Context: an optimization exercise on an open-source flow, tuned for small area, a short achievable clock period and few clock cycles per item. The choices shown serve that exercise and are no tape-out recipe.
In this exercise RTL edits were held to simulation tests only and were not proved equivalent to the original.
Power figures rest on the tool's default switching activity, not on a simulated workload.

## flow/design.v (module list and top-level ports; edited modules follow where they fit)
// module qe_mix: 1197 lines
module qe_mix (
    input  wire        clk,
    input  wire        rst,
    input  wire        in_valid,
    output wire        in_ready,
    input  wire [23:0] in_sample,
    input  wire [23:0] in_gain,
    input  wire        in_last,
    input  wire [23:0] in_dgain,
    output reg         out_valid,
    input  wire        out_ready,
    output reg  [23:0] out_sample,
    output reg  [1:0]  out_clip
);
  // ...
==> flow/flow/run.sh <==
#!/bin/bash
set -euo pipefail
bash standard.sh "BUFFER_PORTS_ARGS=-buffer_cell sky130_fd_sc_hd__buf_1" finish > flow.log 2>&1
==> flow/standard.sh <==
#!/bin/bash
# synth_recipe.tcl (not shown) runs the flow's synth.tcl, then flattens the netlist and writes it again
# the make line also repeats each setting of config.mk as NAME=value (left out here)
make -C /OpenROAD-flow-scripts/flow DESIGN_CONFIG=/design/flow/config.mk WORK_HOME=/design/flow/orfs CLKGATE_MAP_FILE= SYNTH_SCRIPT=/design/flow/synth_recipe.tcl "${@:-finish}"
==> flow/config.mk <==
export PLATFORM = sky130hd
export DESIGN_NAME = qe_mix
export DESIGN_NICKNAME = qe_mix
export VERILOG_FILES = /design/flow/design.v
export SDC_FILE = /design/flow/constraint.sdc
export NUM_CORES = 4
export LEC_CHECK = 0
export ABC_CLOCK_PERIOD_IN_PS = 3000
export CAP_MARGIN = 20
export CORE_MARGIN = 2
export CORE_UTILIZATION = 40
export CTS_BUF_LIST = sky130_fd_sc_hd__clkbuf_4
export SETUP_SLACK_MARGIN = 5
export SLEW_MARGIN = 20
==> flow/constraint.sdc <==
create_clock -name core_clock -period 9.0 [get_ports {clk}]
set_input_delay 1.8000 -clock core_clock [delete_from_list [all_inputs] [get_ports {clk}]]
set_output_delay 1.8000 -clock core_clock [all_outputs]
set_load 0.01 [all_outputs]
==> results.sh, run 1 <==
export IMPL_most_frequent_cells_after_synthesis="466 x sky130_fd_sc_hd__xor2_1, 446 x sky130_fd_sc_hd__fa_1, 417 x sky130_fd_sc_hd__a22oi_1, 362 x sky130_fd_sc_hd__inv_1, 299 x sky130_fd_sc_hd__dfxtp_1"
export IMPL_cell_internal_pwr_mw=7.05
export IMPL_synth_top_family_by_area="adder cells"
export IMPL_synth_area_leaders="sky130_fd_sc_hd__fa_1 23%, sky130_fd_sc_hd__dfxtp_1 16%, sky130_fd_sc_hd__edfxtp_1 15%, sky130_fd_sc_hd__xor2_1 11%, sky130_fd_sc_hd__a22oi_1 8.1%"
export IMPL_grtUsageTotal_pct=21.9
export IMPL_finClkSkew_ps=118
export IMPL_global_route_peak_usage_layer="met2"
export IMPL_synth_compound_gate_area_share_pct=14.3
export IMPL_max_freq_mhz=254
export IMPL_first_global_vias=29030
export IMPL_synth_xor_xnor_area_share_pct=12.3
export IMPL_final_hold_violation_count=0
export IMPL_critical_path_most_common_cell="sky130_fd_sc_hd__fa_1"
export IMPL_whs_ps=391
export IMPL_fin_setup_tns_ps=0
export IMPL_pre_cts_slack_ps=4360
export IMPL_nonClockInverterCount=362
export IMPL_maxUsedRoutingLayer="met4"
export IMPL_post_drt_wl_per_cell_um=21.5
export IMPL_highest_count_cells_in_the_layout_ignoring_fill_and_taps="464 x sky130_fd_sc_hd__xor2_1, 438 x sky130_fd_sc_hd__fa_1, 404 x sky130_fd_sc_hd__a22oi_1"
export IMPL_grt_pass1_wl_um=167000
export IMPL_unrepaired_setup_endpoints_after_global_routing="yes"
export IMPL_ratio_of_cells_with_drive_above_1_in_the_final_layout_pct=12.0
export IMPL_grt_met2_usage_pct=35.6
export IMPL_nNonClkBuffers=212
export IMPL_drt_pass1_iter_count=7
export IMPL_power_density_cell_area_nw_per_um2=288
export IMPL_grt_overflow_total=0
export IMPL_power_sequential_total_mw=3.21
export IMPL_final_common_cell="sky130_fd_sc_hd__xor2_1"
export IMPL_area_of_the_core_region_um2=95200
export IMPL_run_status="no timing/DRC/antenna violations"
export IMPL_worstSetupPathDepth=10
export IMPL_yosysUniqueCellTypes=80
export IMPL_die_w_um=314
export IMPL_finish_instance_area_um2=42900
export IMPL_min_from="dg_i[16]"
export IMPL_die_area_um2=98800
export IMPL_taps=1265
export IMPL_design_portCount=105
export IMPL_dr_wl_met3_um=9230
export IMPL_number_of_antenna_violations_at_the_first_check_in_global_routing=2
export IMPL_dominant_cell_class="multi-input gates"
Testbench counts, summed over its fixed seeds: cycles 14,810, items 3,200.
==> run 2: changes to the inputs <==
--- a/flow/design.v
+++ b/flow/design.v
@@ -13,17 +13,16 @@
     output reg  [1:0]  out_clip
 );
     reg rdy_q;       
     reg vi_q;        
     reg il_q;        
     reg vp_q;        
     reg vr_q, vm_q;  
     reg ph_q;        
-    reg sk_q;        
     reg clr_q;       
     assign in_ready = rdy_q;
     wire take = in_valid & rdy_q & ~rst;
     reg [23:0] x_q;
     reg [11:0] b1_one, b1_two, b1_neg;
     reg [23:0] dg_i;
     wire [24:0] g_ext = {in_gain, 1'b0};
     wire [11:0] g_one, g_two, g_neg;
@@ -75,30 +74,27 @@
     wire [2:0]  a2   = m_s[37:35], b2 = m_c[37:35];
     wire [2:0]  p2   = a2 ^ b2;
     wire [2:0]  top2 = a2 + b2 + {2'd0, c31};
     wire        z2r  = &(p2[2:1] ~^ (a2[1:0] | b2[1:0]));
     wire        o2r  = &(p2[2:1] ^ (a2[1:0] & b2[1:0]));
     wire        fit2 = c31 ? ((z2r & p2[0]) | (o2r & ~p2[0])) : ((z2r & ~p2[0]) | (o2r & p2[0]));
     wire        sgn2 = top2[2];
     wire [23:0] sat2 = fit2 ? {p2[0] ^ c31, lo2[34:12]} : {sgn2, {23{~sgn2}}};
-    reg  [23:0] sk_s;
-    reg  [1:0]  sk_c;
-    wire men       = ~vm_q | ~sk_q;           
-    wire o_take    = vm_q & ~sk_q;            
-    wire main_free = ~out_valid | out_ready;
+    wire main_free = ~out_valid | out_ready;   
+    wire o_take    = vm_q & main_free;        
+    wire men       = ~vm_q | main_free;       
     wire il_n = take & in_last;
     wire vp_n = (vi_q & il_q) | (vp_q & ~ren);
     wire vr_n = (vp_q & ren) | (vr_q & ~ph_q);
     wire ph_n = vr_q & ~ph_q & men;           
     wire vm_n = (vr_q & ph_q) | (vm_q & ~o_take);
-    wire vo_n = main_free ? (sk_q | o_take) : 1'b1;
-    wire sk_n = main_free ? 1'b0 : (sk_q | o_take);
+    wire vo_n = main_free ? vm_q : 1'b1;
     wire ren_n = ~vr_n | ph_n;
-    wire men_n = ~vm_n | ~sk_n;
+    wire men_n = ~vm_n | ~vo_n;
     wire blk_n = (il_n | (vp_n & ~ren_n)) & ((vp_n & ren_n) | (vr_n & ~ph_n & ~men_n));
     always @(posedge clk) begin
         x_q    <= in_sample;
         b1_one <= g_one & {12{take}};
         b1_two <= g_two & {12{take}};
         b1_neg <= g_neg & {12{take}};
         il_q   <= in_last;
         dg_i   <= in_dgain;
@@ -124,43 +120,37 @@
         z_c <= m_c_d[35:0] & {36{ph_n}};
         if (vr_q & ph_q) begin
             m_s   <= m_s_d[47:10];
             m_c   <= m_c_d[47:10];
             m_cin <= m_lo[10];
             m_c1  <= r_c1;
         end
         if (main_free) begin
-            out_sample <= sk_q ? sk_s : sat2;
-            out_clip   <= sk_q ? sk_c : {~fit2, m_c1};
-        end
-        if (~sk_q) begin
-            sk_s <= sat2;
-            sk_c <= {~fit2, m_c1};
+            out_sample <= sat2;
+            out_clip   <= {~fit2, m_c1};
         end
         if (rst) begin
             rdy_q     <= 1'b1;
             clr_q     <= 1'b1;
             vi_q      <= 1'b0;
             vp_q      <= 1'b0;
             vr_q      <= 1'b0;
             ph_q      <= 1'b0;
             vm_q      <= 1'b0;
             out_valid <= 1'b0;
-            sk_q      <= 1'b0;
         end else begin
             rdy_q     <= ~blk_n;
             clr_q     <= vp_n & ren_n;
             vi_q      <= take;
             vp_q      <= vp_n;
             vr_q      <= vr_n;
             ph_q      <= ph_n;
             vm_q      <= vm_n;
             out_valid <= vo_n;
-            sk_q      <= sk_n;
         end
     end
     wire p_pp0_0 = ((b1_one[0] & x_q[0])) ^ b1_neg[0];
     wire p_pp0_1 = ((b1_one[0] & x_q[1]) | (b1_two[0] & x_q[0])) ^ b1_neg[0];
     wire p_pp0_2 = ((b1_one[0] & x_q[2]) | (b1_two[0] & x_q[1])) ^ b1_neg[0];
     wire p_pp0_3 = ((b1_one[0] & x_q[3]) | (b1_two[0] & x_q[2])) ^ b1_neg[0];
     wire p_pp0_4 = ((b1_one[0] & x_q[4]) | (b1_two[0] & x_q[3])) ^ b1_neg[0];
     wire p_pp0_5 = ((b1_one[0] & x_q[5]) | (b1_two[0] & x_q[4])) ^ b1_neg[0];
==> flow/config.mk (replaced) <==
export PLATFORM = sky130hd
export DESIGN_NAME = qe_mix
export DESIGN_NICKNAME = qe_mix
export VERILOG_FILES = /design/flow/design.v
export SDC_FILE = /design/flow/constraint.sdc
export NUM_CORES = 4
export LEC_CHECK = 0
export ABC_CLOCK_PERIOD_IN_PS = 3000
export CAP_MARGIN = 20
export CORE_MARGIN = 2
export CORE_UTILIZATION = 40
export CTS_BUF_LIST = sky130_fd_sc_hd__clkbuf_2
export SETUP_SLACK_MARGIN = 5
export SLEW_MARGIN = 20
==> results.sh, run 2 <==
export IMPL_power_frac_clock_pct=15.1
export IMPL_yosys_most_used_dff="sky130_fd_sc_hd__dfxtp_1"
export IMPL_power_sequential_fraction_pct=28.0
export IMPL_clock_sink_count=461
export IMPL_synth_avg_cell_area_um2=10.7
export IMPL_floorplan_rows=111
export IMPL_detail_route_drc_violations=0
export IMPL_cts_inserted_buffers=133
export IMPL_path_max_fanout=13
export IMPL_ys_async_sr_fraction_pct=0
export IMPL_hold_path_end="dg_p[16]"
export IMPL_number_of_antenna_violations_at_the_first_check_in_global_routing=4
export IMPL_final_nets=4262
export IMPL_grt_pass1_wl_um=158000
export IMPL_unrepaired_setup_endpoints_after_global_routing="yes"
export IMPL_final_min_period_over_clock_period_pct=43.2
export IMPL_final_common_cell="sky130_fd_sc_hd__xor2_1"
export IMPL_min_from="dg_i[16]"
export IMPL_finClkSkew_ps=95.3
export IMPL_die_extent_in_y_um=308
export IMPL_min_delay_path_class="reg -> reg"
export IMPL_worstPathRequired_ps=10260
export IMPL_synth_top_cell_area_share_pct=24.1
export IMPL_top_registers="acc_c: 54 flops, acc_s: 54 flops"
export IMPL_initial_utilization_pct=40.3
export IMPL_synth_compound_gate_area_share_pct=13.4
export IMPL_synthesis_yosys_warnings=1
export IMPL_worst_ep_arrival_time_ps=5150
export IMPL_first_global_vias=28027
export IMPL_max_slew_margin_rel_pct=18.7
export IMPL_fin_setup_tns_ps=0
export IMPL_power_density_cell_area_nw_per_um2=268
export IMPL_run_status="no timing/DRC/antenna violations"
export IMPL_area_of_the_core_region_um2=91700
export IMPL_critPathLaunchType="flip-flop"
export IMPL_worst_r2r_cell_count=10
export IMPL_grt_overflow_total=0
export IMPL_power_share_switching_pct=43.6
export IMPL_synth_yosys_seq_area_share_pct=30.1
export IMPL_num_vias=26109
export IMPL_synth_xor_xnor_area_share_pct=12.6
export IMPL_muxShareOfSynthArea_pct=0.149
export IMPL_final_replace_weighted_congestion=0.884
export IMPL_p_leak_nw=15.9
export IMPL_peakVddDrop_mv=0.146
export IMPL_areaGrowthSynthToFinish_pct=10.4
export IMPL_pre_cts_slack_ps=4320
export IMPL_capture_point_of_the_worst_reg_to_reg_path="acc_c[28]"
export IMPL_cts_tree="done"
export IMPL_yosysMostFrequentCell="sky130_fd_sc_hd__xor2_1"
export IMPL_design_portCount=105
export IMPL_clkTransAtPathRegs_ps=100
export IMPL_worst_slew_pin_slew_ps=1210
export IMPL_clk_insertion_delay_late_ps=1410
export IMPL_max_freq_mhz=257
export IMPL_die_w_um=308
export IMPL_synth_top_family_by_area="adder cells"
export IMPL_synth_fp_nets=4183
export IMPL_hold_path_cell_count=0
export IMPL_mappedNetlistArea_um2=37000
export IMPL_regToRegStartpoint="b1_one[3]"
export IMPL_synth_seq_cells=461
export IMPL_grt_max_degree=64
export IMPL_post_layout_nonfiller_instances=4841
export IMPL_layout_setup_ws_ps=5110
export IMPL_cts_root_buffer="sky130_fd_sc_hd__clkbuf_2"
export IMPL_most_frequent_cells_after_synthesis="459 x sky130_fd_sc_hd__xor2_1, 446 x sky130_fd_sc_hd__fa_1, 414 x sky130_fd_sc_hd__a22oi_1, 364 x sky130_fd_sc_hd__inv_1, 272 x sky130_fd_sc_hd__dfxtp_1"
export IMPL_route_detailed_vias_per_inst=5.39
export IMPL_final_hold_violation_count=0
export IMPL_timing_final_crit_period_ps=3890
export IMPL_cell_internal_pwr_mw=6.19
export IMPL_yosysUniqueCellTypes=67
export IMPL_ratio_of_cells_with_drive_above_1_in_the_final_layout_pct=11.8
export IMPL_post_drt_wl_per_cell_um=20.9
export IMPL_clk_path_buf_depth=3
export IMPL_power_frac_comb_pct=56.9
export IMPL_yosys_area_share_simple_pct=6.64
export IMPL_critical_path_startpoint="b1_one[3]"
export IMPL_timing_final_setup_violations=0
export IMPL_highest_count_cells_in_the_layout_ignoring_fill_and_taps="453 x sky130_fd_sc_hd__xor2_1, 428 x sky130_fd_sc_hd__fa_1, 406 x sky130_fd_sc_hd__a22oi_1"
export IMPL_drt_total_wl_um=101000
export IMPL_synth_edf_count=189
export IMPL_crit_path_end_kind="flip-flop"
export IMPL_drt_antenna_violating_nets=0
export IMPL_cts_htree_levels=4
export IMPL_drt_pass1_iter_count=7
export IMPL_yosys_area_share_adder_pct=30.7
export IMPL_synthCells=3466
export IMPL_flop2flop_setup_slack_ps=5110
export IMPL_whs_ps=367
export IMPL_dpl_hpwl_um=67600
export IMPL_synth_largest_area_cell="sky130_fd_sc_hd__fa_1"
export IMPL_drtIter0Drc=2168
export IMPL_synth_area_leaders="sky130_fd_sc_hd__fa_1 24%, sky130_fd_sc_hd__edfxtp_1 15%, sky130_fd_sc_hd__dfxtp_1 15%, sky130_fd_sc_hd__xor2_1 11%, sky130_fd_sc_hd__a22oi_1 8.4%"
export IMPL_placement_io_buffers=104
export IMPL_total_switching_power_mw=4.77
export IMPL_finalCoreUtilization_pct=44.6
export IMPL_timing_worst_setup_path_type="reg -> reg"
export IMPL_grtUsageTotal_pct=21.6
export IMPL_numPlacedInstances=4566
export IMPL_die_area_um2=94900
export IMPL_max_cap_violations=0
export IMPL_final_max_slew_violation_count=0
[run 2: changes by cell type after synthesis, sizes merged, moves of 8 or more]
cell / previous run / this run
nand2: 145 / 112
dfxtp: 299 / 272
a21oi: 112 / 92
o311ai: 15 / 2
a221o: 8 / 0
buf: 33 / 25
nor2: 131 / 123
[run 2: what timing repair did]
item | CTS | global route
cloned | 2 | 5
pin swaps | 4 | 31
hold buffers | 0 | 0
endpoints found under the setup margin | 95 | 55
resized for setup | 85 | 126
buffers inserted | 7 | 16
[run 2: cell families after synthesis]
group,after synthesis
simple gates,490
flops,461
compound gates,715
fa+ha+maj,640
buf+inv,622
mux,5
xor+xnor,533
[run 2: through the flow]
stage | power, mW | area [µm²]
6_report | 11.0 | 40800
2_1_floorplan | 7.41 | 37100
4_1_cts | 11.0 | 40100
5_1_grt | 12.2 | 40800
3_5_place_dp | 9.16 | 38400
3_3_place_gp | 9.04 | 38400
[run 2: worst max-delay path by stage]
stage,slack [ps],cells past startpoint,end
2_1_floorplan,4990,10,acc_c[26]
3_3_place_gp,4340,10,acc_c[26]
3_5_place_dp,4320,10,acc_c[26]
4_1_cts,4920,9,acc_c[26]
5_1_grt,4940,14,out_sample[4]
6_report,5110,10,acc_c[28]
[run 2: power by group through the flow]
stage | registers, mW | clock network, mW | logic (mW)
finish | 3.07 | 1.66 | 6.23
global route | 3.10 | 1.86 | 7.25
global placement | 3.11 | 0 | 5.94
detailed placement | 3.11 | 0 | 6.05
CTS | 3.06 | 1.74 | 6.18
floorplan | 2.96 | 0 | 4.45
[run 2: cell type report]
cell class              instances  area, µm²
inverters                     365       1370
diodes                          4       10.0
clock inverters                49        338
multi-input cells            2386      23900
fillers                      8726      50800
well taps                    1186       1480
clock buffers                 192        961
repair buffers                198       1560
flip-flops and latches        461      11200
[run 2: layer usage]
metal / track usage, % / share of wire, %
met3: 6.40 / 9.4
met2: 34.4 / 46
met4: 8.02 / 3.2
met5: 0 / 0.0079
met1: 27.8 / 42
[run 2: worst max-delay path, stage by stage, from the launching register on]
cell and delay [ps]:
sky130_fd_sc_hd__dfxtp_2 370, sky130_fd_sc_hd__buf_12 170, sky130_fd_sc_hd__a22oi_1 210, sky130_fd_sc_hd__xor2_1 220
sky130_fd_sc_hd__fa_1 510, sky130_fd_sc_hd__fa_2 410, sky130_fd_sc_hd__fa_1 540, sky130_fd_sc_hd__fa_1 450
sky130_fd_sc_hd__fa_1 420, sky130_fd_sc_hd__fa_1 490, sky130_fd_sc_hd__inv_1 40
Testbench counts of run 2, summed over its fixed seeds: cycles 14,810, items 3,200.
==> run 3: changes to the inputs <==
--- a/flow/config.mk
+++ b/flow/config.mk
@@ -9,6 +9,7 @@
 export CAP_MARGIN = 20
 export CORE_MARGIN = 2
 export CORE_UTILIZATION = 40
-export CTS_BUF_LIST = sky130_fd_sc_hd__clkbuf_2
+export CTS_BUF_LIST = sky130_fd_sc_hd__clkbuf_4
+export GPL_ROUTABILITY_DRIVEN = 0
 export SETUP_SLACK_MARGIN = 5
 export SLEW_MARGIN = 20
==> results.sh, run 3 <==
export IMPL_ratio_of_cells_with_drive_above_1_in_the_final_layout_pct=10.7
export IMPL_die_w_um=308
export IMPL_finClkSkew_ps=96.5
export IMPL_critPathLaunchType="flip-flop"
export IMPL_placement_io_buffers=104
export IMPL_post_layout_nonfiller_instances=4839
export IMPL_synth_area_leaders="sky130_fd_sc_hd__fa_1 24%, sky130_fd_sc_hd__edfxtp_1 15%, sky130_fd_sc_hd__dfxtp_1 15%, sky130_fd_sc_hd__xor2_1 11%, sky130_fd_sc_hd__a22oi_1 8.4%"
export IMPL_final_nets=4256
export IMPL_fill_cells=8706
export IMPL_cts_inserted_buffers=134
export IMPL_die_extent_in_y_um=308
export IMPL_yosysMostFrequentCell="sky130_fd_sc_hd__xor2_1"
export IMPL_post_drt_wl_per_cell_um=20.7
export IMPL_die_area_um2=94900
export IMPL_timing_final_setup_violations=0
export IMPL_final_min_period_over_clock_period_pct=43.4
export IMPL_unrepaired_setup_endpoints_after_global_routing="yes"
export IMPL_synth_fp_nets=4183
export IMPL_numPlacedInstances=4566
export IMPL_area_of_the_core_region_um2=91700
export IMPL_critical_path_startpoint="x_q[17]"
export IMPL_num_vias=26116
export IMPL_clk_insertion_delay_late_ps=1080
export IMPL_peakVddDrop_mv=0.147
export IMPL_timing_final_crit_period_ps=3910
export IMPL_regArea_um2=11200
export IMPL_yosysUniqueCellTypes=67
export IMPL_most_frequent_cells_after_synthesis="459 x sky130_fd_sc_hd__xor2_1, 446 x sky130_fd_sc_hd__fa_1, 414 x sky130_fd_sc_hd__a22oi_1, 364 x sky130_fd_sc_hd__inv_1, 272 x sky130_fd_sc_hd__dfxtp_1"
export IMPL_synthCells=3466
export IMPL_dpl_instance_area_um2=38400
export IMPL_route_detailed_vias_per_inst=5.40
export IMPL_floorplan_rows=111
export IMPL_worstPathCellList="buf_12, a22oi_1, xor2_1, fa_1, fa_2, fa_1, fa_1, fa_1, fa_1, inv_1"
export IMPL_top_registers="acc_c: 54 flops, acc_s: 54 flops"
export IMPL_drt_pass1_iter_count=6
export IMPL_mappedNetlistArea_um2=37000
export IMPL_max_slew_margin_rel_pct=32.0
export IMPL_synth_largest_area_cell="sky130_fd_sc_hd__fa_1"
export IMPL_grt_pass1_wl_um=158000
export IMPL_areaGrowthSynthToFinish_pct=10.7
export IMPL_synth_avg_cell_area_um2=10.7
export IMPL_synth_edf_count=189
export IMPL_crit_path_end_kind="flip-flop"
export IMPL_grt_overflow_total=0
export IMPL_cts_tree="done"
export IMPL_final_max_slew_violation_count=0
export IMPL_path_max_fanout=24
export IMPL_worst_slew_pin_slew_ps=1020
export IMPL_design_portCount=105
export IMPL_cts_hold_buffers=0
export IMPL_critical_path_most_common_cell="sky130_fd_sc_hd__fa_1"
export IMPL_worst_ep_arrival_time_ps=4880
export IMPL_synth_seq_cells=461
export IMPL_finish_instance_area_um2=41000
export IMPL_max_cap_violations=0
export IMPL_fin_setup_tns_ps=0
export IMPL_final_hold_violation_count=0
export IMPL_grt_max_degree=64
export IMPL_synth_top_cell_area_share_pct=24.1
export IMPL_number_of_antenna_violations_at_the_first_check_in_global_routing=2
export IMPL_crit_slowest_cell="sky130_fd_sc_hd__fa_2"
export IMPL_highest_count_cells_in_the_layout_ignoring_fill_and_taps="456 x sky130_fd_sc_hd__xor2_1, 437 x sky130_fd_sc_hd__fa_1, 411 x sky130_fd_sc_hd__a22oi_1"
export IMPL_dpl_hpwl_um=67600
export IMPL_first_global_vias=27935
export IMPL_min_from="dg_i[6]"
export IMPL_detail_route_drc_violations=0
export IMPL_final_common_cell="sky130_fd_sc_hd__xor2_1"
export IMPL_clock_sink_count=461
export IMPL_timing_worst_setup_path_type="reg -> reg"
export IMPL_synth_yosys_seq_area_share_pct=30.1
export IMPL_ys_async_sr_fraction_pct=0
export IMPL_grtUsageTotal_pct=21.6
export IMPL_regToRegStartpoint="x_q[17]"
export IMPL_drt_antenna_violating_nets=0
export IMPL_yosys_most_used_dff="sky130_fd_sc_hd__dfxtp_1"
export IMPL_worstPathRequired_ps=9970
export IMPL_cts_root_buffer="sky130_fd_sc_hd__clkbuf_4"
export IMPL_drtIter0Drc=2165
export IMPL_p_leak_nw=15.9
export IMPL_run_status="no timing/DRC/antenna violations"
export IMPL_slowest_delay_ps=520
export IMPL_power_density_cell_area_nw_per_um2=278
export IMPL_synthesis_yosys_warnings=1
export IMPL_drt_total_wl_um=100000
export IMPL_clk_path_buf_depth=3
export IMPL_initial_utilization_pct=40.3
export IMPL_combined_area_of_the_multi_input_logic_cells_um2=23700
export IMPL_max_freq_mhz=256
export IMPL_cts_htree_levels=4
export IMPL_clkTransAtPathRegs_ps=70
export IMPL_min_delay_path_class="reg -> reg"
-- run 3: cell types whose count changed in the layout (fill, tap and decap cells not counted), sizes merged --
cell and delta:
buf -2, clkbuf +4, bufinv -1, diode +1
clkinv -2, nand3 -1, clkinvlp -1
-- run 3: area by class of cell --
| class | instances | share of cell area (%) |
|---|---|---|
| inverter | 365 | 3.35 |
| tap | 1186 | 3.62 |
| antenna | 5 | 0.0306 |
| multi-input combinational | 2385 | 58.0 |
| clock buffer | 200 | 3.67 |
| clock inverter | 45 | 0.700 |
| sequential | 461 | 27.4 |
| timing repair buffer | 192 | 3.32 |
-- run 3: timing repair --
item                                    CTS  global route
cloned                                    1             2
pin swaps                                 4            14
endpoints found under the setup margin   95            53
gates resized for setup                  76            65
setup buffers                             4            16
-- run 3: cells by family after synthesis --
kind of cell | after synthesis | share of synthesized area [%]
AO/OA/AOI/OAI | 715 | 13.4
adder cells (fa/ha/maj) | 640 | 30.7
buffers and inverters | 622 | 6.37
XOR/XNOR | 533 | 12.6
AND/OR/NAND/NOR | 490 | 6.64
flip-flops | 461 | 30.1
multiplexers | 5 | 0.149
-- run 3: worst max-delay path: cells and delay by family, from the launching register on --
family,cells,cell delay (ps)
flip-flops,1,320
AO/OA/AOI/OAI,1,220
adder cells (fa/ha/maj),6,2870
buffers and inverters,2,210
XOR/XNOR,1,200
-- run 3: path summary, 6_finish.rpt --
| path | end | slack [ps] | depth (start not counted) |
|---|---|---|---|
| worst max-delay path | acc_c[28] | 5090 | 10 |
| worst min-delay path | dg_p[6] | 390 | 0 |
| worst max register to register | acc_c[28] | 5090 | 10 |
| worst min register to register | dg_p[6] | 390 | 0 |
-- run 3: per-layer routing --
metal	routed length (µm)	GRT usage [%]	vias to the layer above
met4	3190	8.44	0
met1	42400	27.8	12851
met2	45700	34.0	1198
met5	0	0	-
met3	9140	6.35	237
li1	-	-	11830
-- run 3: report_power, final --
group	internal, mW	switching [mW]
Combinational	2.75	3.50
Clock	1.09	0.975
Sequential	2.79	0.283
Total	6.63	4.76
-- run 3: stage by stage --
stage	worst slack [ps]	power (mW)	hold slack [ps]	util, %
after CTS	5000	11.4	393	44.2
final	5090	11.4	387	44.7
after floorplan	4990	7.41	386	-
after global placement	4340	9.04	387	41.9
after global routing	4950	12.6	403	44.7
after detailed placement	4320	9.16	390	41.9
==> run 4: changes to the inputs <==
--- a/flow/config.mk
+++ b/flow/config.mk
@@ -10,6 +10,5 @@
 export CORE_MARGIN = 2
 export CORE_UTILIZATION = 40
 export CTS_BUF_LIST = sky130_fd_sc_hd__clkbuf_4
-export GPL_ROUTABILITY_DRIVEN = 0
 export SETUP_SLACK_MARGIN = 5
 export SLEW_MARGIN = 20
==> results.sh, run 4 <==
export IMPL_synth_top_cell_area_share_pct=24.1
export IMPL_synth_largest_area_cell="sky130_fd_sc_hd__fa_1"
export IMPL_floorplan_rows=111
export IMPL_drt_total_wl_um=100000
export IMPL_ratio_of_cells_with_drive_above_1_in_the_final_layout_pct=10.7
export IMPL_dpl_hpwl_um=67600
export IMPL_slowest_delay_ps=520
export IMPL_drtIter0Drc=2165
export IMPL_numPlacedInstances=4566
export IMPL_grt_pass1_wl_um=158000
export IMPL_hold_path_cell_count=0
export IMPL_cts_tree="done"
export IMPL_worst_ep_arrival_time_ps=4880
export IMPL_area_of_the_core_region_um2=91700
export IMPL_unrepaired_setup_endpoints_after_global_routing="yes"
export IMPL_final_nets=4256
export IMPL_max_slew_margin_rel_pct=32.0
export IMPL_synth_area_leaders="sky130_fd_sc_hd__fa_1 24%, sky130_fd_sc_hd__edfxtp_1 15%, sky130_fd_sc_hd__dfxtp_1 15%, sky130_fd_sc_hd__xor2_1 11%, sky130_fd_sc_hd__a22oi_1 8.4%"
export IMPL_path_max_fanout=24
export IMPL_yosysMostFrequentCell="sky130_fd_sc_hd__xor2_1"
export IMPL_yosys_most_used_dff="sky130_fd_sc_hd__dfxtp_1"
export IMPL_cts_hold_buffers=0
export IMPL_die_w_um=308
export IMPL_final_replace_weighted_congestion=0.884
export IMPL_post_layout_nonfiller_instances=4839
export IMPL_fin_setup_tns_ps=0
export IMPL_worstPathCellList="buf_12, a22oi_1, xor2_1, fa_1, fa_2, fa_1, fa_1, fa_1, fa_1, inv_1"
export IMPL_design_portCount=105
export IMPL_yosysUniqueCellTypes=67
export IMPL_synth_fp_nets=4183
export IMPL_final_hold_violation_count=0
export IMPL_num_vias=26116
export IMPL_clk_insertion_delay_late_ps=1080
export IMPL_clk_path_buf_depth=3
export IMPL_top_registers="acc_c: 54 flops, acc_s: 54 flops"
export IMPL_hold_path_end="dg_p[6]"
export IMPL_timing_worst_setup_path_type="reg -> reg"
export IMPL_dpl_instance_area_um2=38400
export IMPL_crit_path_end_kind="flip-flop"
export IMPL_max_cap_violations=0
export IMPL_clkTransAtPathRegs_ps=70
export IMPL_critPathLaunchType="flip-flop"
export IMPL_drt_pass1_iter_count=6
export IMPL_first_global_vias=27935
export IMPL_synthCells=3466
export IMPL_critical_path_most_common_cell="sky130_fd_sc_hd__fa_1"
export IMPL_timing_final_setup_violations=0
export IMPL_p_leak_nw=15.9
export IMPL_power_density_cell_area_nw_per_um2=278
export IMPL_synth_avg_cell_area_um2=10.7
export IMPL_worstPathRequired_ps=9970
export IMPL_grtUsageTotal_pct=21.6
export IMPL_peakVddDrop_mv=0.147
export IMPL_crit_family="adder cells"
export IMPL_run_status="no timing/DRC/antenna violations"
export IMPL_ys_async_sr_fraction_pct=0
export IMPL_synthesis_yosys_warnings=1
export IMPL_crit_slowest_cell="sky130_fd_sc_hd__fa_2"
export IMPL_final_max_slew_violation_count=0
export IMPL_cts_root_buffer="sky130_fd_sc_hd__clkbuf_4"
export IMPL_grt_overflow_total=0
export IMPL_whs_ps=387
export IMPL_synth_seq_cells=461
export IMPL_placement_io_buffers=104
export IMPL_regToRegStartpoint="x_q[17]"
export IMPL_die_extent_in_y_um=308
export IMPL_post_drt_wl_per_cell_um=20.7
export IMPL_capture_point_of_the_worst_reg_to_reg_path="acc_c[28]"
export IMPL_detail_route_drc_violations=0
export IMPL_finish_instance_area_um2=41000
export IMPL_drt_antenna_violating_nets=0
export IMPL_most_frequent_cells_after_synthesis="459 x sky130_fd_sc_hd__xor2_1, 446 x sky130_fd_sc_hd__fa_1, 414 x sky130_fd_sc_hd__a22oi_1, 364 x sky130_fd_sc_hd__inv_1, 272 x sky130_fd_sc_hd__dfxtp_1"
export IMPL_cts_htree_levels=4
export IMPL_mappedNetlistArea_um2=37000
export IMPL_worst_slew_pin_slew_ps=1020
export IMPL_final_common_cell="sky130_fd_sc_hd__xor2_1"
export IMPL_min_from="dg_i[6]"
export IMPL_number_of_antenna_violations_at_the_first_check_in_global_routing=2
export IMPL_timing_final_crit_period_ps=3910
export IMPL_min_delay_path_class="reg -> reg"
export IMPL_route_detailed_vias_per_inst=5.40
export IMPL_final_min_period_over_clock_period_pct=43.4
export IMPL_fill_cells=8706
export IMPL_finClkSkew_ps=96.5
export IMPL_cts_inserted_buffers=134
export IMPL_flop2flop_setup_slack_ps=5090
export IMPL_initial_utilization_pct=40.3
export IMPL_clock_sink_count=461
export IMPL_crit_buf_inv=2
export IMPL_areaGrowthSynthToFinish_pct=10.7
export IMPL_die_area_um2=94900
export IMPL_synth_edf_count=189
export IMPL_max_freq_mhz=256
export IMPL_highest_count_cells_in_the_layout_ignoring_fill_and_taps="456 x sky130_fd_sc_hd__xor2_1, 437 x sky130_fd_sc_hd__fa_1, 411 x sky130_fd_sc_hd__a22oi_1"
export IMPL_worst_r2r_cell_count=10
export IMPL_grt_max_degree=64
export IMPL_synth_yosys_seq_area_share_pct=30.1
==> run 4: cell counts after synthesis <==
No cell type changed its count.
==> run 4: power by group <==
group          total, mW  leakage (nW)  internal (mW)  switching [mW]
sequential          3.07          4.01           2.79           0.283
clock               2.07          1.06           1.09           0.975
combinational       6.25          10.8           2.75            3.50
total               11.4          15.9           6.63            4.76
==> run 4: stage by stage <==
stage	power (mW)	util [%]	setup WS, ps
after floorplan	7.41	-	4990
after global placement	9.04	41.9	4340
after detailed placement	9.16	41.9	4320
after CTS	11.4	44.2	5000
after global routing	12.6	44.7	4950
final	11.4	44.7	5090
==> run 4: cell families (layout without fill, tap and decap cells) <==
logic type / Yosys count / count (layout) / synth area share [%]
AOI/OAI and AO/OA: 715 / 715 / 13.4
muxes: 5 / 5 / 0.149
and+or+nand+nor: 490 / 492 / 6.64
other: 0 / 5 / 0
buffers and inverters: 622 / 802 / 6.37
DFF: 461 / 461 / 30.1
xor gates and xnor gates: 533 / 533 / 12.6
adders and majority gates: 640 / 640 / 30.7
==> run 4: final cells by class <==
type,instances,area (µm²),area share (%)
timing repair buffer,192,1360,3.32
multi-input combinational,2385,23700,58.0
inverter,365,1370,3.35
antenna,5,12.5,0.0306
clock buffer,200,1500,3.67
clock inverter,45,287,0.700
sequential,461,11200,27.4
tap,1186,1480,3.62
==> run 4: layer usage <==
metal | GRT usage, % | up-vias | wire [µm]
li1 | - | 11830 | -
met2 | 34.0 | 1198 | 45700
met1 | 27.8 | 12851 | 42400
met4 | 8.44 | 0 | 3190
met5 | 0 | - | 0
met3 | 6.35 | 237 | 9140
==> run 4: what timing repair did <==
item / in CTS / in global routing
endpoints found under the setup margin: 95 / 53
gates resized for setup: 76 / 65
pin swaps: 4 / 14
buffers inserted: 4 / 16
cloned: 1 / 2
hold endpoints to repair: 0 / 0
==> run 4: worst max path at each step <==
stage                    from        end  slack (ps)  cells after the start
finish                x_q[17]  acc_c[28]        5090                     10
global route          x_q[18]  acc_c[26]        4950                     10
CTS                   x_q[22]  acc_c[32]        5000                      9
detailed placement      clr_q  acc_c[26]        4320                     10
global placement        clr_q  acc_c[26]        4340                     10
floorplan           b1_neg[1]  acc_c[26]        4990                     10
==> run 4: worst register-to-register path, cell delays in order, from the launching register on <==
cell and delay (ps):
sky130_fd_sc_hd__dfxtp_1 320, sky130_fd_sc_hd__buf_12 170, sky130_fd_sc_hd__a22oi_1 250, sky130_fd_sc_hd__xor2_1 200
sky130_fd_sc_hd__fa_1 510, sky130_fd_sc_hd__fa_2 520, sky130_fd_sc_hd__fa_1 430, sky130_fd_sc_hd__fa_1 410
sky130_fd_sc_hd__fa_1 490, sky130_fd_sc_hd__fa_1 510, sky130_fd_sc_hd__inv_1 40
==> run 5: changes to the inputs <==
==> flow/run.sh (new file) <==
#!/bin/bash
# synth_recipe.tcl (not shown) runs the flow's synth.tcl, then flattens the netlist and writes it again
# the make line also repeats each setting of config.mk as NAME=value (left out here)
make -C /OpenROAD-flow-scripts/flow DESIGN_CONFIG=/design/flow/config.mk WORK_HOME=/design/flow/orfs CLKGATE_MAP_FILE= SYNTH_SCRIPT=/design/flow/synth_recipe.tcl finish
removed: flow/flow/run.sh
removed: flow/standard.sh
==> results.sh, run 5 <==
export IMPL_run_status="no timing/DRC/antenna violations"
export IMPL_clk_insertion_delay_late_ps=1040
export IMPL_synth_largest_area_cell="sky130_fd_sc_hd__fa_1"
export IMPL_crit_slowest_cell="sky130_fd_sc_hd__dfxtp_4"
export IMPL_grt_overflow_total=0
export IMPL_design_portCount=105
export IMPL_drt_total_wl_um=101000
export IMPL_peakVddDrop_mv=0.154
export IMPL_top_registers="acc_c: 54 flops, acc_s: 54 flops"
export IMPL_total_switching_power_mw=4.72
export IMPL_timing_final_crit_period_ps=3930
export IMPL_capture_point_of_the_worst_reg_to_reg_path="acc_c[26]"
export IMPL_die_extent_in_y_um=308
export IMPL_slowest_delay_ps=590
export IMPL_die_area_um2=94900
export IMPL_p_leak_nw=16.2
export IMPL_power_density_cell_area_nw_per_um2=269
export IMPL_finalCoreUtilization_pct=45.9
export IMPL_cts_inserted_buffers=134
export IMPL_timing_final_setup_violations=0
export IMPL_first_global_vias=27518
export IMPL_die_w_um=308
export IMPL_cts_tree="done"
export IMPL_mappedNetlistArea_um2=37000
export IMPL_synth_fp_nets=4183
export IMPL_areaGrowthSynthToFinish_pct=13.7
export IMPL_power_sequential_fraction_pct=27.3
export IMPL_power_share_switching_pct=41.7
export IMPL_timing_worst_setup_path_type="reg -> reg"
export IMPL_route_detailed_vias_per_inst=5.42
export IMPL_final_hold_violation_count=0
export IMPL_final_max_slew_violation_count=0
export IMPL_worstPathCellList="a22oi_1, xor2_1, fa_1, fa_2, fa_1, fa_2, fa_1, fa_1, inv_1"
export IMPL_synth_top_cell_area_share_pct=24.1
export IMPL_clkTransAtPathRegs_ps=60
export IMPL_synth_seq_cells=461
export IMPL_yosysUniqueCellTypes=67
export IMPL_cts_hold_buffers=0
export IMPL_yosys_most_used_dff="sky130_fd_sc_hd__dfxtp_1"
export IMPL_regToRegStartpoint="x_q[6]"
export IMPL_num_vias=26199
export IMPL_synthCells=3466
export IMPL_critPathLaunchType="flip-flop"
export IMPL_max_slew_margin_rel_pct=40.5
export IMPL_hold_path_cell_count=0
export IMPL_synth_avg_cell_area_um2=10.7
export IMPL_cts_root_buffer="sky130_fd_sc_hd__clkbuf_4"
export IMPL_cell_internal_pwr_mw=6.60
export IMPL_fin_setup_tns_ps=0
export IMPL_worst_slew_pin_slew_ps=892
export IMPL_dpl_hpwl_um=67700
export IMPL_final_nets=4259
export IMPL_clk_path_buf_depth=3
export IMPL_path_max_fanout=24
export IMPL_critical_path_most_common_cell="sky130_fd_sc_hd__fa_1"
export IMPL_worst_ep_arrival_time_ps=4790
export IMPL_number_of_antenna_violations_at_the_first_check_in_global_routing=1
export IMPL_area_of_the_core_region_um2=91700
export IMPL_drt_pass1_iter_count=6
export IMPL_ratio_of_cells_with_drive_above_1_in_the_final_layout_pct=11.4
export IMPL_floorplan_rows=111
export IMPL_final_replace_weighted_congestion=0.863
export IMPL_power_frac_clock_pct=17.4
export IMPL_detail_route_drc_violations=0
export IMPL_synth_area_leaders="sky130_fd_sc_hd__fa_1 24%, sky130_fd_sc_hd__edfxtp_1 15%, sky130_fd_sc_hd__dfxtp_1 15%, sky130_fd_sc_hd__xor2_1 11%, sky130_fd_sc_hd__a22oi_1 8.4%"
export IMPL_grtUsageTotal_pct=21.5
export IMPL_grt_max_degree=68
export IMPL_clock_sink_count=461
export IMPL_worstPathRequired_ps=9860
export IMPL_whs_ps=396
export IMPL_drtIter0Drc=2118
export IMPL_min_from="dg_i[6]"
export IMPL_crit_path_end_kind="flip-flop"
export IMPL_numPlacedInstances=4566
export IMPL_synthesis_yosys_warnings=1
export IMPL_max_cap_violations=0
export IMPL_flop2flop_setup_slack_ps=5070
export IMPL_drt_antenna_violating_nets=0
export IMPL_post_layout_nonfiller_instances=4835
export IMPL_min_delay_path_class="reg -> reg"
export IMPL_final_min_period_over_clock_period_pct=43.6
export IMPL_placement_io_buffers=104
export IMPL_most_frequent_cells_after_synthesis="459 x sky130_fd_sc_hd__xor2_1, 446 x sky130_fd_sc_hd__fa_1, 414 x sky130_fd_sc_hd__a22oi_1, 364 x sky130_fd_sc_hd__inv_1, 272 x sky130_fd_sc_hd__dfxtp_1"
export IMPL_initial_utilization_pct=40.3
export IMPL_synth_edf_count=189
export IMPL_power_frac_comb_pct=55.3
export IMPL_highest_count_cells_in_the_layout_ignoring_fill_and_taps="452 x sky130_fd_sc_hd__xor2_1, 433 x sky130_fd_sc_hd__fa_1, 392 x sky130_fd_sc_hd__a22oi_1"
export IMPL_max_freq_mhz=255
export IMPL_yosysMostFrequentCell="sky130_fd_sc_hd__xor2_1"
export IMPL_finClkSkew_ps=62.5
export IMPL_fill_cells=8678
export IMPL_grt_pass1_wl_um=157000
export IMPL_cts_htree_levels=4
export IMPL_final_common_cell="sky130_fd_sc_hd__xor2_1"
export IMPL_hold_path_end="dg_p[6]"
export IMPL_worst_r2r_cell_count=9
export IMPL_ys_async_sr_fraction_pct=0
export IMPL_unrepaired_setup_endpoints_after_global_routing="yes"
export IMPL_synth_yosys_seq_area_share_pct=30.1
export IMPL_post_drt_wl_per_cell_um=20.9
-- run 5: logic make-up (layout without fill, tap and decap cells) --
logic type / Yosys count / in the layout / synth area share, %
other cells: 0 / 2 / 0
fa+ha+maj: 640 / 640 / 30.7
simple gates: 490 / 492 / 6.64
xor+xnor: 533 / 533 / 12.6
compound gates: 715 / 715 / 13.4
mux: 5 / 5 / 0.149
buf+inv: 622 / 801 / 6.37
flops: 461 / 461 / 30.1
-- run 5: cell type report --
class | instances | area (µm²) | share of cell area [%]
multi-input combinational | 2385 | 23900 | 57.0
tap | 1186 | 1480 | 3.53
inverter | 365 | 1370 | 3.26
clock inverter | 56 | 319 | 0.759
clock buffer | 185 | 1390 | 3.30
antenna | 2 | 5.00 | 0.0119
timing repair buffer | 195 | 2300 | 5.47
sequential | 461 | 11200 | 26.7
-- run 5: what timing repair did --
item | 4_1_cts | 5_1_grt
setup buffers | 4 | 13
gates cloned | 2 | 7
pin swaps | 4 | 29
setup endpoints to repair | 93 | 56
gates resized for setup | 107 | 121
-- run 5: critical path: cells and delay by family, from the launching register on --
family | cells | cell delay, ps
buf+inv | 1 | 30
fa+ha+maj | 6 | 2820
xor+xnor | 1 | 190
compound gates | 1 | 170
flops | 1 | 590
-- run 5: how the worst max path moves through the flow --
stage	slack, ps	cells after the start	end	startpoint
after detailed placement	4340	9	acc_c[28]	x_q[22]
final	5070	9	acc_c[26]	x_q[6]
after floorplan	4990	10	acc_c[26]	b1_neg[1]
after CTS	4980	16	r_s1[2]	acc_s[14]
after global placement	4390	9	acc_c[28]	x_q[22]
after global routing	4960	16	r_s1[18]	acc_s[7]
-- run 5: through the flow --
stage | instance area (µm²) | worst slack [ps] | power, mW
finish | 42000 | 5070 | 11.3
global route | 42000 | 4960 | 12.5
CTS | 41200 | 4980 | 11.3
detailed placement | 39000 | 4340 | 9.13
global placement | 39000 | 4390 | 9.02
floorplan | 37100 | 4990 | 7.41
-- run 5: power by group through the flow --
stage | logic (mW) | clock network [mW] | registers [mW]
2_1_floorplan | 4.45 | 0 | 2.96
3_3_place_gp | 5.89 | 0 | 3.12
3_5_place_dp | 6.01 | 0 | 3.12
4_1_cts | 6.15 | 2.06 | 3.08
5_1_grt | 7.26 | 2.17 | 3.12
6_report | 6.25 | 1.97 | 3.09
-- run 5: layer usage --
| metal | wire length [µm] | share of wire, % | GRT usage [%] | up-vias |
|---|---|---|---|---|
| li1 | - | - | - | 11830 |
| met1 | 43100 | 43 | 28.3 | 13012 |
| met2 | 46800 | 46 | 34.1 | 1123 |
| met3 | 8250 | 8.2 | 5.13 | 234 |
| met4 | 2970 | 2.9 | 8.29 | 0 |
| met5 | 0 | 0 | 0 | - |
==> run 6: changes to the inputs <==
==> flow/flow/run.sh (new file) <==
#!/bin/bash
set -euo pipefail
bash standard.sh "BUFFER_PORTS_ARGS=-buffer_cell sky130_fd_sc_hd__buf_1" \
  "CTS_ARGS=-sink_clustering_enable -repair_clock_nets -buf_list sky130_fd_sc_hd__clkbuf_4 -dont_use_dummy_load -sink_clustering_size 16" \
  finish > flow.log 2>&1
==> flow/standard.sh (new file) <==
#!/bin/bash
# synth_recipe.tcl (not shown) runs the flow's synth.tcl, then flattens the netlist and writes it again
# the make line also repeats each setting of config.mk as NAME=value (left out here)
make -C /OpenROAD-flow-scripts/flow DESIGN_CONFIG=/design/flow/config.mk WORK_HOME=/design/flow/orfs CLKGATE_MAP_FILE= SYNTH_SCRIPT=/design/flow/synth_recipe.tcl "${@:-finish}"
removed: flow/run.sh
==> results.sh, run 6 <==
export IMPL_peakVddDrop_mv=0.148
export IMPL_synth_avg_cell_area_um2=10.7
export IMPL_dr_wl_met3_um=9050
export IMPL_max_slew_margin_rel_pct=32.7
export IMPL_grt_pass1_wl_um=157000
export IMPL_areaGrowthSynthToFinish_pct=8.93
export IMPL_synth_compound_gate_area_share_pct=13.4
export IMPL_crit_path_end_kind="flip-flop"
export IMPL_grt_overflow_total=0
export IMPL_path_max_fanout=24
export IMPL_highest_count_cells_in_the_layout_ignoring_fill_and_taps="457 x sky130_fd_sc_hd__xor2_1, 436 x sky130_fd_sc_hd__fa_1, 406 x sky130_fd_sc_hd__a22oi_1"
export IMPL_total_power_mw=10.8
export IMPL_power_frac_clock_pct=13.7
export IMPL_power_frac_comb_pct=57.8
export IMPL_clkTransAtPathRegs_ps=60
export IMPL_run_status="no timing/DRC/antenna violations"
export IMPL_grt_max_degree=64
export IMPL_yosysMostFrequentCell="sky130_fd_sc_hd__xor2_1"
export IMPL_synth_edf_count=189
export IMPL_final_nets=4257
export IMPL_final_common_cell="sky130_fd_sc_hd__xor2_1"
export IMPL_synth_xor_xnor_area_share_pct=12.6
export IMPL_route_detailed_vias_per_inst=5.46
export IMPL_cts_htree_levels=4
export IMPL_timing_final_setup_violations=0
export IMPL_timing_final_crit_period_ps=3910
export IMPL_post_drt_wl_per_cell_um=21.1
export IMPL_critPathLaunchType="flip-flop"
export IMPL_final_hold_violation_count=0
export IMPL_synth_seq_cells=461
export IMPL_worstPathRequired_ps=9900
export IMPL_drtIter0Drc=2037
export IMPL_finClkSkew_ps=101
export IMPL_synth_yosys_seq_area_share_pct=30.1
export IMPL_power_share_switching_pct=42.5
export IMPL_detail_route_drc_violations=0
export IMPL_timing_worst_setup_path_type="reg -> reg"
export IMPL_power_density_cell_area_nw_per_um2=268
export IMPL_final_max_slew_violation_count=0
export IMPL_first_global_vias=27731
export IMPL_dpl_hpwl_um=67600
export IMPL_die_w_um=308
export IMPL_yosysUniqueCellTypes=67
export IMPL_yosys_area_share_simple_pct=6.64
export IMPL_synthesis_yosys_warnings=1
export IMPL_cts_hold_buffers=0
export IMPL_yosys_most_used_dff="sky130_fd_sc_hd__dfxtp_1"
export IMPL_floorplan_rows=111
export IMPL_synth_top_cell_area_share_pct=24.1
export IMPL_unrepaired_setup_endpoints_after_global_routing="yes"
export IMPL_max_freq_mhz=256
export IMPL_synth_top_family_by_area="adder cells"
export IMPL_design_portCount=105
export IMPL_muxShareOfSynthArea_pct=0.149
export IMPL_area_of_the_core_region_um2=91700
export IMPL_length_of_routed_wiring_on_met1_um=41900
export IMPL_cts_root_buffer="sky130_fd_sc_hd__clkbuf_4"
export IMPL_cell_internal_pwr_mw=6.21
export IMPL_max_cap_violations=0
export IMPL_final_replace_weighted_congestion=0.884
export IMPL_clock_sink_count=461
export IMPL_min_delay_path_class="reg -> reg"
export IMPL_synth_largest_area_cell="sky130_fd_sc_hd__fa_1"
export IMPL_total_switching_power_mw=4.59
export IMPL_power_sequential_fraction_pct=28.4
export IMPL_worst_ep_arrival_time_ps=4810
export IMPL_final_min_period_over_clock_period_pct=43.4
export IMPL_drt_total_wl_um=99800
export IMPL_cts_inserted_buffers=134
export IMPL_most_frequent_cells_after_synthesis="459 x sky130_fd_sc_hd__xor2_1, 446 x sky130_fd_sc_hd__fa_1, 414 x sky130_fd_sc_hd__a22oi_1, 364 x sky130_fd_sc_hd__inv_1, 272 x sky130_fd_sc_hd__dfxtp_1"
export IMPL_die_area_um2=94900
export IMPL_initial_utilization_pct=40.3
export IMPL_ratio_of_cells_with_drive_above_1_in_the_final_layout_pct=8.73
export IMPL_ys_async_sr_fraction_pct=0
export IMPL_whs_ps=381
export IMPL_drt_pass1_iter_count=7
export IMPL_fin_setup_tns_ps=0
export IMPL_clk_insertion_delay_late_ps=1050
export IMPL_worst_slew_pin_slew_ps=1010
export IMPL_number_of_antenna_violations_at_the_first_check_in_global_routing=3
export IMPL_num_vias=25828
export IMPL_placement_io_buffers=104
export IMPL_drt_antenna_violating_nets=0
export IMPL_wl_met2_um=45200
export IMPL_mappedNetlistArea_um2=37000
export IMPL_die_extent_in_y_um=308
export IMPL_grtUsageTotal_pct=21.4
export IMPL_synthCells=3466
export IMPL_synth_area_leaders="sky130_fd_sc_hd__fa_1 24%, sky130_fd_sc_hd__edfxtp_1 15%, sky130_fd_sc_hd__dfxtp_1 15%, sky130_fd_sc_hd__xor2_1 11%, sky130_fd_sc_hd__a22oi_1 8.4%"
export IMPL_cts_tree="done"
export IMPL_top_registers="acc_c: 54 flops, acc_s: 54 flops"
export IMPL_synth_fp_nets=4183
export IMPL_yosys_area_share_adder_pct=30.7
export IMPL_maxUsedRoutingLayer="met5"
export IMPL_clk_path_buf_depth=3
export IMPL_p_leak_nw=15.5
==> run 6: cell type report <==
| class | count | area, µm² |
|---|---|---|
| tap | 1186 | 1480 |
| inverter | 365 | 1370 |
| fill | 8749 | 51400 |
| clock buffer | 134 | 1010 |
| multi-input combinational | 2385 | 23800 |
| sequential | 461 | 11200 |
| antenna | 5 | 12.5 |
| timing repair buffer | 193 | 1450 |
==> run 6: worst paths after layout <==
| path | startpoint | to | slack [ps] | cells past startpoint |
|---|---|---|---|---|
| min reg2reg | dg_i[16] | dg_p[16] | 380 | 0 |
| min | dg_i[16] | dg_p[16] | 380 | 0 |
| max reg2reg | x_q[14] | acc_c[26] | 5090 | 9 |
| max | x_q[14] | acc_c[26] | 5090 | 9 |
==> run 6: power groups by stage <==
stage          logic, mW  registers [mW]  clock network, mW
2_1_floorplan       4.45            2.96                  0
3_3_place_gp        5.94            3.11                  0
3_5_place_dp        6.05            3.11                  0
4_1_cts             6.15            3.07               1.56
5_1_grt             7.27            3.10               1.66
6_report            6.24            3.07               1.49
==> run 6: stage by stage <==
stage | worst slack [ps] | instance area (µm²) | utilization, % | cells
2_1_floorplan | 4990 | 37100 | - | 3466
3_3_place_gp | 4340 | 38400 | 41.9 | 4566
3_5_place_dp | 4320 | 38400 | 41.9 | 4566
4_1_cts | 4930 | 39600 | 43.2 | 4703
5_1_grt | 4960 | 40300 | 43.9 | 4726
6_report | 5090 | 40300 | 43.9 | 4729
==> run 6: what timing repair did <==
action                                  in CTS  in global routing
pin swaps                                    3                 13
buffers inserted                             2                 19
gates cloned                                 1                  2
endpoints found under the setup margin      95                 57
gates resized for setup                     66                102
==> run 6: kinds of logic after synthesis <==
family,Yosys count
flip-flops,461
multiplexers,5
AO/OA/AOI/OAI,715
adder cells (fa/ha/maj),640
buffers and inverters,622
XOR/XNOR,533
AND/OR/NAND/NOR,490
==> run 6: worst max-delay path, stage by stage (launching register included) <==
cell	delay [ps]
sky130_fd_sc_hd__dfxtp_4	560
sky130_fd_sc_hd__a22oi_1	130
sky130_fd_sc_hd__xor2_1	180
sky130_fd_sc_hd__fa_1	520
sky130_fd_sc_hd__fa_1	480
sky130_fd_sc_hd__fa_1	500
sky130_fd_sc_hd__fa_1	430
sky130_fd_sc_hd__fa_1	460
sky130_fd_sc_hd__fa_1	510
sky130_fd_sc_hd__inv_1	30
==> run 6: metal layers <==
layer / GRT usage (%) / vias up
li1: - / 11737
met1: 27.6 / 12651
met2: 33.8 / 1169
met3: 6.23 / 269
met4: 8.42 / 2
met5: 0 / -
==> run 7: changes to the inputs <==
==> flow/flow/run.sh (replaced) <==
#!/bin/bash
set -euo pipefail
bash standard.sh "BUFFER_PORTS_ARGS=-buffer_cell sky130_fd_sc_hd__buf_1" \
  "CTS_ARGS=-sink_clustering_enable -repair_clock_nets -buf_list sky130_fd_sc_hd__clkbuf_4 -dont_use_dummy_load" \
  finish > flow.log 2>&1
==> results.sh, run 7 <==
export IMPL_cts_hold_buffers=0
export IMPL_floorplan_rows=111
export IMPL_synth_area_leaders="sky130_fd_sc_hd__fa_1 24%, sky130_fd_sc_hd__edfxtp_1 15%, sky130_fd_sc_hd__dfxtp_1 15%, sky130_fd_sc_hd__xor2_1 11%, sky130_fd_sc_hd__a22oi_1 8.4%"
export IMPL_cts_htree_levels=4
export IMPL_grt_pass1_wl_um=157000
export IMPL_grt_overflow_total=0
export IMPL_clk_path_buf_depth=3
export IMPL_synth_top_cell_area_share_pct=24.1
export IMPL_final_min_period_over_clock_period_pct=43.3
export IMPL_route_detailed_vias_per_inst=5.46
export IMPL_number_of_antenna_violations_at_the_first_check_in_global_routing=3
export IMPL_max_freq_mhz=257
export IMPL_cell_internal_pwr_mw=6.22
export IMPL_final_common_cell="sky130_fd_sc_hd__xor2_1"
export IMPL_drt_total_wl_um=99900
export IMPL_most_frequent_cells_after_synthesis="459 x sky130_fd_sc_hd__xor2_1, 446 x sky130_fd_sc_hd__fa_1, 414 x sky130_fd_sc_hd__a22oi_1, 364 x sky130_fd_sc_hd__inv_1, 272 x sky130_fd_sc_hd__dfxtp_1"
export IMPL_design_portCount=105
export IMPL_cts_root_buffer="sky130_fd_sc_hd__clkbuf_4"
export IMPL_final_hold_violation_count=0
export IMPL_dpl_hpwl_um=67600
export IMPL_areaGrowthSynthToFinish_pct=8.90
export IMPL_clk_insertion_delay_late_ps=1050
export IMPL_grtUsageTotal_pct=21.4
export IMPL_power_share_switching_pct=42.5
export IMPL_timing_worst_setup_path_type="reg -> reg"
export IMPL_p_leak_nw=15.5
export IMPL_die_area_um2=94900
export IMPL_clkTransAtPathRegs_ps=60
export IMPL_synth_avg_cell_area_um2=10.7
export IMPL_die_extent_in_y_um=308
export IMPL_placement_io_buffers=104
export IMPL_fill_cells=8747
export IMPL_critical_path_startpoint="b1_one[3]"
export IMPL_clock_sink_count=461
export IMPL_area_of_the_core_region_um2=91700
export IMPL_synth_largest_area_cell="sky130_fd_sc_hd__fa_1"
export IMPL_final_nets=4257
export IMPL_total_switching_power_mw=4.59
export IMPL_top_registers="acc_c: 54 flops, acc_s: 54 flops"
export IMPL_grt_max_degree=64
export IMPL_mappedNetlistArea_um2=37000
export IMPL_power_density_cell_area_nw_per_um2=268
export IMPL_ratio_of_cells_with_drive_above_1_in_the_final_layout_pct=8.73
export IMPL_yosysMostFrequentCell="sky130_fd_sc_hd__xor2_1"
export IMPL_num_vias=25849
export IMPL_min_delay_path_class="reg -> reg"
export IMPL_drt_pass1_iter_count=6
export IMPL_post_drt_wl_per_cell_um=21.1
export IMPL_whs_ps=381
export IMPL_worst_slew_pin_slew_ps=1020
export IMPL_detail_route_drc_violations=0
export IMPL_finClkSkew_ps=101
export IMPL_synth_seq_cells=461
export IMPL_final_replace_weighted_congestion=0.884
export IMPL_drtIter0Drc=2160
export IMPL_peakVddDrop_mv=0.147
export IMPL_timing_final_setup_violations=0
export IMPL_synthCells=3466
export IMPL_max_slew_margin_rel_pct=32.2
export IMPL_unrepaired_setup_endpoints_after_global_routing="yes"
export IMPL_cts_tree="done"
export IMPL_synthesis_yosys_warnings=1
export IMPL_highest_count_cells_in_the_layout_ignoring_fill_and_taps="457 x sky130_fd_sc_hd__xor2_1, 436 x sky130_fd_sc_hd__fa_1, 406 x sky130_fd_sc_hd__a22oi_1"
export IMPL_yosysUniqueCellTypes=67
export IMPL_power_frac_clock_pct=13.7
export IMPL_max_cap_violations=0
export IMPL_synth_yosys_seq_area_share_pct=30.1
export IMPL_synth_edf_count=189
export IMPL_power_sequential_fraction_pct=28.4
export IMPL_fin_setup_tns_ps=0
export IMPL_initial_utilization_pct=40.3
export IMPL_die_w_um=308
export IMPL_synth_fp_nets=4183
export IMPL_worstPathRequired_ps=9930
export IMPL_ys_async_sr_fraction_pct=0
export IMPL_cts_inserted_buffers=134
export IMPL_min_from="dg_i[16]"
export IMPL_crit_path_end_kind="flip-flop"
export IMPL_first_global_vias=27739
export IMPL_critPathLaunchType="flip-flop"
export IMPL_worst_ep_arrival_time_ps=4830
export IMPL_timing_final_crit_period_ps=3900
export IMPL_regToRegStartpoint="b1_one[3]"
export IMPL_final_max_slew_violation_count=0
export IMPL_yosys_most_used_dff="sky130_fd_sc_hd__dfxtp_1"
export IMPL_power_frac_comb_pct=57.9
export IMPL_path_max_fanout=25
export IMPL_drt_antenna_violating_nets=0
export IMPL_run_status="no timing/DRC/antenna violations"
## run 7: cell count changes in the layout (fill, tap and decap cells not counted)
cell	before	now
sky130_fd_sc_hd__buf_12	15	13
sky130_fd_sc_hd__buf_6	26	28
sky130_fd_sc_hd__diode_2	5	7
## run 7: repair_timing
item | in CTS | in global routing
buffers inserted | 2 | 19
setup endpoints to repair | 95 | 57
pin swaps | 3 | 13
gates resized for setup | 63 | 101
gates cloned | 1 | 2
## run 7: routing by layer
| layer | global-route usage, % | up-vias | wire [µm] |
|---|---|---|---|
| li1 | - | 11735 | - |
| met1 | 27.7 | 12758 | 42500 |
| met2 | 33.8 | 1113 | 45500 |
| met3 | 6.23 | 241 | 8590 |
| met4 | 8.37 | 2 | 3320 |
| met5 | 0 | - | 13 |
## run 7: power groups by stage
stage	clock, mW	sequential [mW]	combinational (mW)
4_1_cts	1.56	3.07	6.15
2_1_floorplan	0	2.96	4.45
3_5_place_dp	0	3.11	6.05
5_1_grt	1.66	3.10	7.27
6_report	1.48	3.07	6.25
3_3_place_gp	0	3.11	5.94
## run 7: final cells by class
class,instances,area (µm²),share of cell area [%]
diodes,7,17.5,0.0435
clock buffers,134,1010,2.50
inverters,365,1370,3.40
multi-input cells,2385,23800,59.0
flip-flops and latches,461,11200,27.8
well taps,1186,1480,3.68
repair buffers,193,1430,3.55
## run 7: worst paths after layout
| check | to | slack [ps] | cells after the start |
|---|---|---|---|
| setup / recovery | acc_c[28] | 5100 | 10 |
| hold reg to reg | dg_p[16] | 380 | 0 |
| setup reg to reg | acc_c[28] | 5100 | 10 |
| hold / removal | dg_p[16] | 380 | 0 |
## run 7: kinds of logic (layout without fill, tap and decap cells)
family | Yosys count | count (layout) | share of synthesized area (%)
flops | 461 | 461 | 30.1
compound gates | 715 | 715 | 13.4
simple gates | 490 | 492 | 6.64
buf+inv | 622 | 692 | 6.37
other cells | 0 | 7 | 0
fa+ha+maj | 640 | 640 | 30.7
xor+xnor | 533 | 533 | 12.6
mux | 5 | 5 | 0.149
## run 7: metrics by stage
stage	std cells	total power [mW]	instance area (µm²)	setup slack [ps]	util, %
floorplan	3466	7.41	37100	4990	-
global route	4729	12.0	40300	4960	43.9
detailed placement	4566	9.16	38400	4320	41.9
CTS	4703	10.8	39600	4930	43.2
global placement	4566	9.04	38400	4340	41.9
finish	4731	10.8	40300	5100	43.9
## run 7: critical path, cell delays in order (launching register included)
cell	delay [ps]
sky130_fd_sc_hd__dfxtp_1	330
sky130_fd_sc_hd__buf_12	180
sky130_fd_sc_hd__a22oi_1	220
sky130_fd_sc_hd__xor2_1	220
sky130_fd_sc_hd__fa_1	510
sky130_fd_sc_hd__fa_2	520
sky130_fd_sc_hd__fa_1	430
sky130_fd_sc_hd__fa_1	410
sky130_fd_sc_hd__fa_1	490
sky130_fd_sc_hd__fa_1	510
sky130_fd_sc_hd__inv_1	40

[re-timing with driven ports]
How much do the figures lean on ideal ports? The routed layouts below were timed once more, with nothing changed but the port constraints. Step 1: set_driving_cell puts a clkbuf_16 on clk and a buf_2 on each other input, an assumption about the parent block. Step 2 moves the port delays by t, midway between the first and last clock arrival at a register: inputs arrive t later, outputs are due t later. That takes back most of the time a late clock gives input paths. Slacks: ideal / step 1 / step 2; pairs: ideal / step 1.
run | t (ns) | setup WS [ns] | hold slack, ns
run 1 | 1.099 | 5.061 / 5.061 / 5.050 | 0.391 / 0.391 / 0.391
run 2 | 1.427 | 5.108 / 5.108 / 4.928 | 0.367 / 0.367 / 0.367
run 3 | 1.101 | 5.093 / 5.093 / 4.927 | 0.387 / 0.387 / 0.387
run 4 | 1.101 | 5.093 / 5.093 / 4.927 | 0.387 / 0.387 / 0.387
run 5 | 1.063 | 5.074 / 5.074 / 4.454 | 0.396 / 0.396 / 0.396
run 6 | 1.067 | 5.092 / 5.092 / 4.927 | 0.381 / 0.381 / 0.381
run 7 | 1.063 | 5.103 / 5.103 / 4.931 | 0.381 / 0.381 / 0.381
After both steps every run listed still meets setup and hold. For run 5, which loses most, drivers alone change the setup slack by 0.000 ns; drivers and shift together by -0.620 ns.
